This design comes from an exercise in tuning for small area on the open sky130 flow, not from production work.
In this exercise RTL edits were held to simulation tests only and were not proved equivalent to the original.

==> build 27: inputs <==
Design ci_decim_bank, start of the top module:
module ci_decim_bank (
    input  wire         clk,
    input  wire         rst,
    input  wire         bit_valid,
    input  wire [3:0]   bits,
    input  wire [3:0]   resync,
    input  wire         cfg_we,
    input  wire [1:0]   cfg_ch,
    input  wire [15:0]  cfg_data,
    input  wire [1:0]   cfg_rd_ch,
    output wire [15:0]  cfg_rd_data,
    output reg  [3:0]   out_valid,
    output wire [3:0]   out_settled,
    output wire [99:0]  out_data
);
Settings: LEC_CHECK=0, ABC_AREA=1, CAP_MARGIN=5, CORE_MARGIN=2, CORE_UTILIZATION=40, SLEW_MARGIN=5; clock period 15.0 ns.
standard.sh (not shown) runs the stock make flow with config.mk's settings and CLKGATE_MAP_FILE= SYNTH_SCRIPT=/design/flow/synth_recipe.tcl, a recipe that flattens the netlist after the stock synthesis.
==> flow/flow/run.sh <==
#!/bin/bash
# The standard layout (the standard.sh, standard synthesis unchanged), with
# two changes: port buffers use the smallest buffer, and the clock tree uses
# small clock buffers without dummy loads.
set -euo pipefail
export BUFFER_PORTS_ARGS="-buffer_cell sky130_fd_sc_hd__buf_1"
export CTS_ARGS="-sink_clustering_enable -repair_clock_nets -dont_use_dummy_load -buf_list sky130_fd_sc_hd__clkbuf_8 -sink_clustering_size 14 -sink_clustering_max_diameter 100"
bash standard.sh > standard.log 2>&1
==> trial 38: changes against build 27 <==
--- a/flow/design.v
+++ b/flow/design.v
@@ -127,72 +127,66 @@
     reg  [14:0] g;                  
     reg  [14:0] h;                  
     wire [14:0] f2 = a0 ? 15'd0 : g;
     wire [15:0] f0 = a0 ? f0_first : {1'b0, h};
     wire [14:0] g_nx;
-    rca #(15) u_g (.a(f2), .b({7'd0, take ? acnt : 8'd0}), .ci(1'b0), .s(g_nx), .co());
+    rca #(15) u_g (.a(f2), .b({7'd0, acnt}), .ci(1'b0), .s(g_nx), .co());
     wire [15:0] h_nx;
-    rca #(16) u_h (.a(f0), .b(take ? {8'hff, acnt | ~lam1} : 16'd0), .ci(1'b0), .s(h_nx), .co());
-    wire        tb   = take && bit_in;
+    rca #(16) u_h (.a(f0), .b({8'hff, acnt | ~lam1}), .ci(1'b0), .s(h_nx), .co());
     wire        use0 = lb1 || lastw;
     wire        use2 = lb1 || penw;
-    wire        intw = !(lb1 || lastw || penw);
-    wire [15:0] f0t  = tb ? f0 : 16'd0;
-    wire [14:0] f2t  = tb ? f2 : 15'd0;
-    wire [15:0] p = use0 ? f0t : 16'd0;
-    wire [14:0] q = use2 ? f2t : 15'd0;
+    wire [15:0] p = use0 ? f0 : 16'd0;
+    wire [14:0] q = use2 ? f2 : 15'd0;
     wire [16:0] pq;
     rca #(16) u_pq (.a(p), .b({1'b0, q}), .ci(1'b0), .s(pq[15:0]), .co(pq[16]));
     wire [16:0] z;
-    rca #(17) u_z (.a(tb ? la2 : 17'd0), .b(~pq), .ci(1'b1), .s(z), .co());
-    wire [16:0] wa = use0 ? {1'b0, f0t} : z;
-    wire [16:0] wb = penw ? {2'b00, f2t} : (intw ? 17'd0 : z);
-    wire [14:0] wc = lb1 ? f2t : 15'd0;
+    rca #(17) u_z (.a(la2), .b(~pq), .ci(1'b1), .s(z), .co());
+    wire        intw = !(lb1 || lastw || penw);
+    wire [16:0] wa = use0 ? {1'b0, f0} : z;
+    wire [16:0] wb = penw ? {2'b00, f2} : (intw ? 17'd0 : z);
+    wire [14:0] wc = lb1 ? f2 : 15'd0;
     reg  [30:0] xa;
     reg  [23:0] xb;
     reg  [21:0] xc;
     wire [30:0] xa_s;
     wire [23:0] xb_s;
     wire [21:0] xc_s;
     wire        ca;
-    rca #(17) u_xa0 (.a(xa[16:0]), .b(wa), .ci(1'b0), .s(xa_s[16:0]), .co(ca));
+    rca #(17) u_xa0 (.a(xa[16:0]), .b(bit_in ? wa : 17'd0), .ci(1'b0), .s(xa_s[16:0]), .co(ca));
     rca #(14) u_xa1 (.a(xa[30:17]), .b(14'd0), .ci(ca), .s(xa_s[30:17]), .co());
-    rca #(24) u_xb  (.a(xb), .b({7'd0, wb}), .ci(1'b0), .s(xb_s), .co());
-    rca #(22) u_xc  (.a(xc), .b({7'd0, wc}), .ci(1'b0), .s(xc_s), .co());
+    rca #(24) u_xb  (.a(xb), .b(bit_in ? {7'd0, wb} : 24'd0), .ci(1'b0), .s(xb_s), .co());
+    rca #(22) u_xc  (.a(xc), .b(bit_in ? {7'd0, wc} : 22'd0), .ci(1'b0), .s(xc_s), .co());
     always @(posedge clk) begin
-        g <= g_nx;
-        h <= h_nx[14:0];
+        if (take) begin
+            g <= g_nx;
+            h <= h_nx[14:0];
+        end
     end
     always @(posedge clk) begin
         if (rst || clr) begin
             acnt <= 8'd0; bcnt <= 6'd0; nout <= 2'd0;
+            xa <= 31'd0; xb <= 24'd0; xc <= 22'd0;
         end else if (take) begin
             if (wend) begin
                 acnt <= 8'd0;
                 if (lastw) begin
                     bcnt <= 6'd0;
                     if (nout != 2'd3) nout <= nout + 2'd1;
+                    xa <= {7'd0, xb_s};
+                    xb <= lb1 ? {2'd0, xc_s} : 24'd0;
+                    xc <= 22'd0;
                 end else begin
                     bcnt <= bcnt + 6'd1;
+                    xa <= xa_s; xb <= xb_s; xc <= xc_s;
                 end
             end else begin
                 acnt <= acnt + 8'd1;
+                xa <= xa_s; xb <= xb_s; xc <= xc_s;
             end
         end
     end
     always @(posedge clk) begin
-        if (rst || clr) begin
-            xa <= 31'd0; xb <= 24'd0; xc <= 22'd0;
-        end else if (take && bend) begin
-            xa <= {7'd0, xb_s};
-            xb <= lb1 ? {2'd0, xc_s} : 24'd0;
-            xc <= 22'd0;
-        end else begin
-            xa <= xa_s; xb <= xb_s; xc <= xc_s;
-        end
-    end
-    always @(posedge clk) begin
         if (take && bend) begin
             hold   <= xa_s;
             p_lac  <= lac;
             p_lbm1 <= lbm1;
             p_mcls <= (nout == 2'd0) ? 2'd0 : (nout == 2'd1) ? 2'd1 : 2'd2;
@@ -272,28 +266,23 @@
                 .p_mcls     (c_mcls[c])
             );
         end
     endgenerate
     assign cfg_rd_data = cfg_q[cfg_rd_ch];
-    reg        busy;
-    reg  [1:0] step;
-    reg  [1:0] m_ch;
     reg  [1:0] pick;
     always @(*) begin
         casez (req)
             4'b???1: pick = 2'd0;
             4'b??10: pick = 2'd1;
             4'b?100: pick = 2'd2;
             default: pick = 2'd3;
         endcase
     end
-    wire [1:0]  cur    = busy ? m_ch : pick;
-    wire        active = busy || (req != 4'b0);
-    wire [30:0] s_hold = c_hold[cur];
-    wire [2:0]  s_lac  = c_lac[cur];
-    wire [5:0]  s_lbm1 = c_lbm1[cur];
-    wire [1:0]  s_mcls = c_mcls[cur];
+    wire [30:0] s_hold = c_hold[pick];
+    wire [2:0]  s_lac  = c_lac[pick];
+    wire [5:0]  s_lbm1 = c_lbm1[pick];
+    wire [1:0]  s_mcls = c_mcls[pick];
     wire        s_lb1  = (s_lbm1 == 6'd0);
     reg  [30:0] s_shl;
     reg  [22:0] d1s, d2s, d12s;
     always @(*) begin
         case (s_lac)
@@ -305,44 +294,59 @@
         endcase
     end
     wire [22:0] dsel = (s_mcls == 2'd0) ? (s_lb1 ? d1s : d12s) :
                        (s_mcls == 2'd1 && s_lb1) ? d2s : 23'd0;
     wire [30:0] s_val = s_shl + {2'b11, ~s_lbm1, dsel};
+    wire        s_set = s_lb1 ? (s_mcls == 2'd2) : (s_mcls != 2'd0);
+    reg  [1:0]  step;           
+    reg  [1:0]  m_ch;
+    reg  [30:0] m_s;
+    reg  [5:0]  m_lbm1;
+    reg         m_set;
+    reg  signed [32:0] acc;
+    wire load = (step == 2'd0 || step == 2'd3) && (req != 4'b0);
+    always @(*) begin
+        grant = 4'b0;
+        if (load) grant[pick] = 1'b1;
+    end
     wire [24:0] r;
-    recip_rom u_rom (.lbm1(s_lbm1), .r(r));
-    reg  [5:0]  d;
+    recip_rom u_rom (.lbm1(m_lbm1), .r(r));
+    reg  [8:0]  d;
     always @(*) begin
         case (step)
-            2'd0:    d = r[5:0];
-            2'd1:    d = r[11:6];
-            2'd2:    d = r[17:12];
-            default: d = r[23:18];
+            2'd1:    d = {1'b0, r[7:0]};
+            2'd2:    d = {1'b0, r[15:8]};
+            default: d = r[24:16];
         endcase
     end
-    reg  signed [31:0] acc;
-    wire signed [31:0] acc_in = (step == 2'd0) ? 32'sd0 : acc;
-    wire signed [37:0] mac = acc_in + $signed(s_val) * $signed({1'b0, d});
-    always @(*) begin
-        grant = 4'b0;
-        if (active && step == 2'd3) grant[cur] = 1'b1;
-    end
+    wire signed [32:0] acc_in = (step == 2'd1) ? 33'sd0 : acc;
+    wire signed [41:0] mac = acc_in + $signed(m_s) * $signed({1'b0, d});
+    reg  [24:0] res;
+    reg         res_set;
     always @(posedge clk) begin
         if (rst) begin
-            busy <= 1'b0;
             step <= 2'd0;
-        end else if (active) begin
-            busy <= (step != 2'd3);
-            step <= step + 2'd1;
+            out_valid <= 4'b0;
+        end else begin
+            out_valid <= 4'b0;
+            if (step == 2'd3) out_valid[m_ch] <= 1'b1;
+            if (load)                step <= 2'd1;
+            else if (step == 2'd3)   step <= 2'd0;
+            else if (step != 2'd0)   step <= step + 2'd1;
         end
-        m_ch <= cur;
-        acc  <= mac[37:6];
     end
-    wire last = busy && step == 2'd3;
-    always @(*) begin
-        out_valid = 4'b0;
-        out_valid[m_ch] = last;
+    always @(posedge clk) begin
+        if (load) begin
+            m_ch   <= pick;
+            m_s    <= s_val;
+            m_lbm1 <= s_lbm1;
+            m_set  <= s_set;
+        end
+        if (step == 2'd1 || step == 2'd2) acc <= mac[40:8];
+        if (step == 2'd3) begin
+            res     <= mac[32:8];
+            res_set <= m_set;
+        end
     end
-    wire [24:0] res     = s_lb1 ? s_val[24:0] : mac[30:6];
-    wire        res_set = s_lb1 ? (s_mcls == 2'd2) : (s_mcls != 2'd0);
     assign out_data    = {4{res}};
     assign out_settled = {4{res_set}};
 endmodule
==> flow/run.sh (new file) <==
#!/bin/bash
# synth_recipe.tcl (not shown) runs the flow's synth.tcl, then flattens the netlist and writes it again
# the make line also repeats each setting of config.mk as NAME=value (left out here)
make -C /OpenROAD-flow-scripts/flow DESIGN_CONFIG=/design/flow/config.mk WORK_HOME=/design/flow/orfs CLKGATE_MAP_FILE= SYNTH_SCRIPT=/design/flow/synth_recipe.tcl finish
CAP_MARGIN = 20   (was 5)
SLEW_MARGIN = 20   (was 5)
removed: flow/flow/run.sh
removed: flow/standard.sh
==> comparison table <==
| item | trial 38 | build 27 |
|---|---|---|
| Status | no timing/DRC/antenna violations | no timing/DRC/antenna violations |
| Fraction of area in multi-input gates | 52.1% | 53.5% |
| Detailed-route wire length | 175,000 um | 143,000 um |
| Clock tree root buffer cell | sky130_fd_sc_hd__clkbuf_16 | sky130_fd_sc_hd__clkbuf_8 |
| Maximum clock frequency | 77.1 MHz | 69.3 MHz |
| Length of the first detailed-routing pass in iterations | 6 | 5 |
| Floorplan Core Area | 154,000 um2 | 128,000 um2 |
| Xor/xnor cell area share of the yosys netlist | 1.76% | 1.97% |
| Share of the yosys chip area belonging to registers | 33.2% | 32.1% |
| Reg-to-reg setup timing slack | 2040 ps | 1710 ps |
| Leading cell type in the layout, fill and taps excluded | sky130_fd_sc_hd__nand2_1 | sky130_fd_sc_hd__inv_1 |
| Biggest cell delay along the critical path | 510 ps | 560 ps |
| Worst reg2reg startpoint | g_ch[3].u_chain.bcnt[2] | g_ch[0].u_chain.lbm1[2] |
| Met1 WL | 76,400 um | 64,100 um |
| Post-synth top area cell | sky130_fd_sc_hd__edfxtp_1 | sky130_fd_sc_hd__dfxtp_1 |
| Number of signal-net inverters in the final layout | 1,087 | 1,197 |

what the ideal ports hide:
The flow's constraints put no driver on any port. The routed layouts listed below were extracted and timed again, unchanged, in two steps.
Step 1 (the two cells are an assumption about what drives the block):
set clk [get_ports {clk}]
set_driving_cell -lib_cell sky130_fd_sc_hd__clkbuf_16 $clk
set_driving_cell -lib_cell sky130_fd_sc_hd__buf_2 [delete_from_list [all_inputs] $clk]
Step 2, shift: input delay + t, output delay - t, t = (earliest + latest rising clock arrival at the registers) / 2. This alone moves slack from input paths to output paths.
Three values: ideal, step 1, step 2; two values: the first two.
| run | t (ns) | slack for setup (ns) | worst hold slack (ns) | worst register clock-pin slew, ns | pins driven straight from the clock port |
|---|---|---|---|---|---|
| build 27 | 0.826 | 0.566 / 0.612 / -0.214 | 0.478 / 0.478 / 0.478 | 0.11 / 0.11 | 1 |
| trial 38 | 0.790 | 2.038 / 2.038 / 1.428 | 0.469 / 0.469 / 0.469 | 0.07 / 0.07 | 1 |
With both steps, setup timing fails in build 27, where it was met with ideal ports. The setup slack of build 27, which loses most, moves by +0.046 ns with the drivers and by -0.780 ns with both steps.
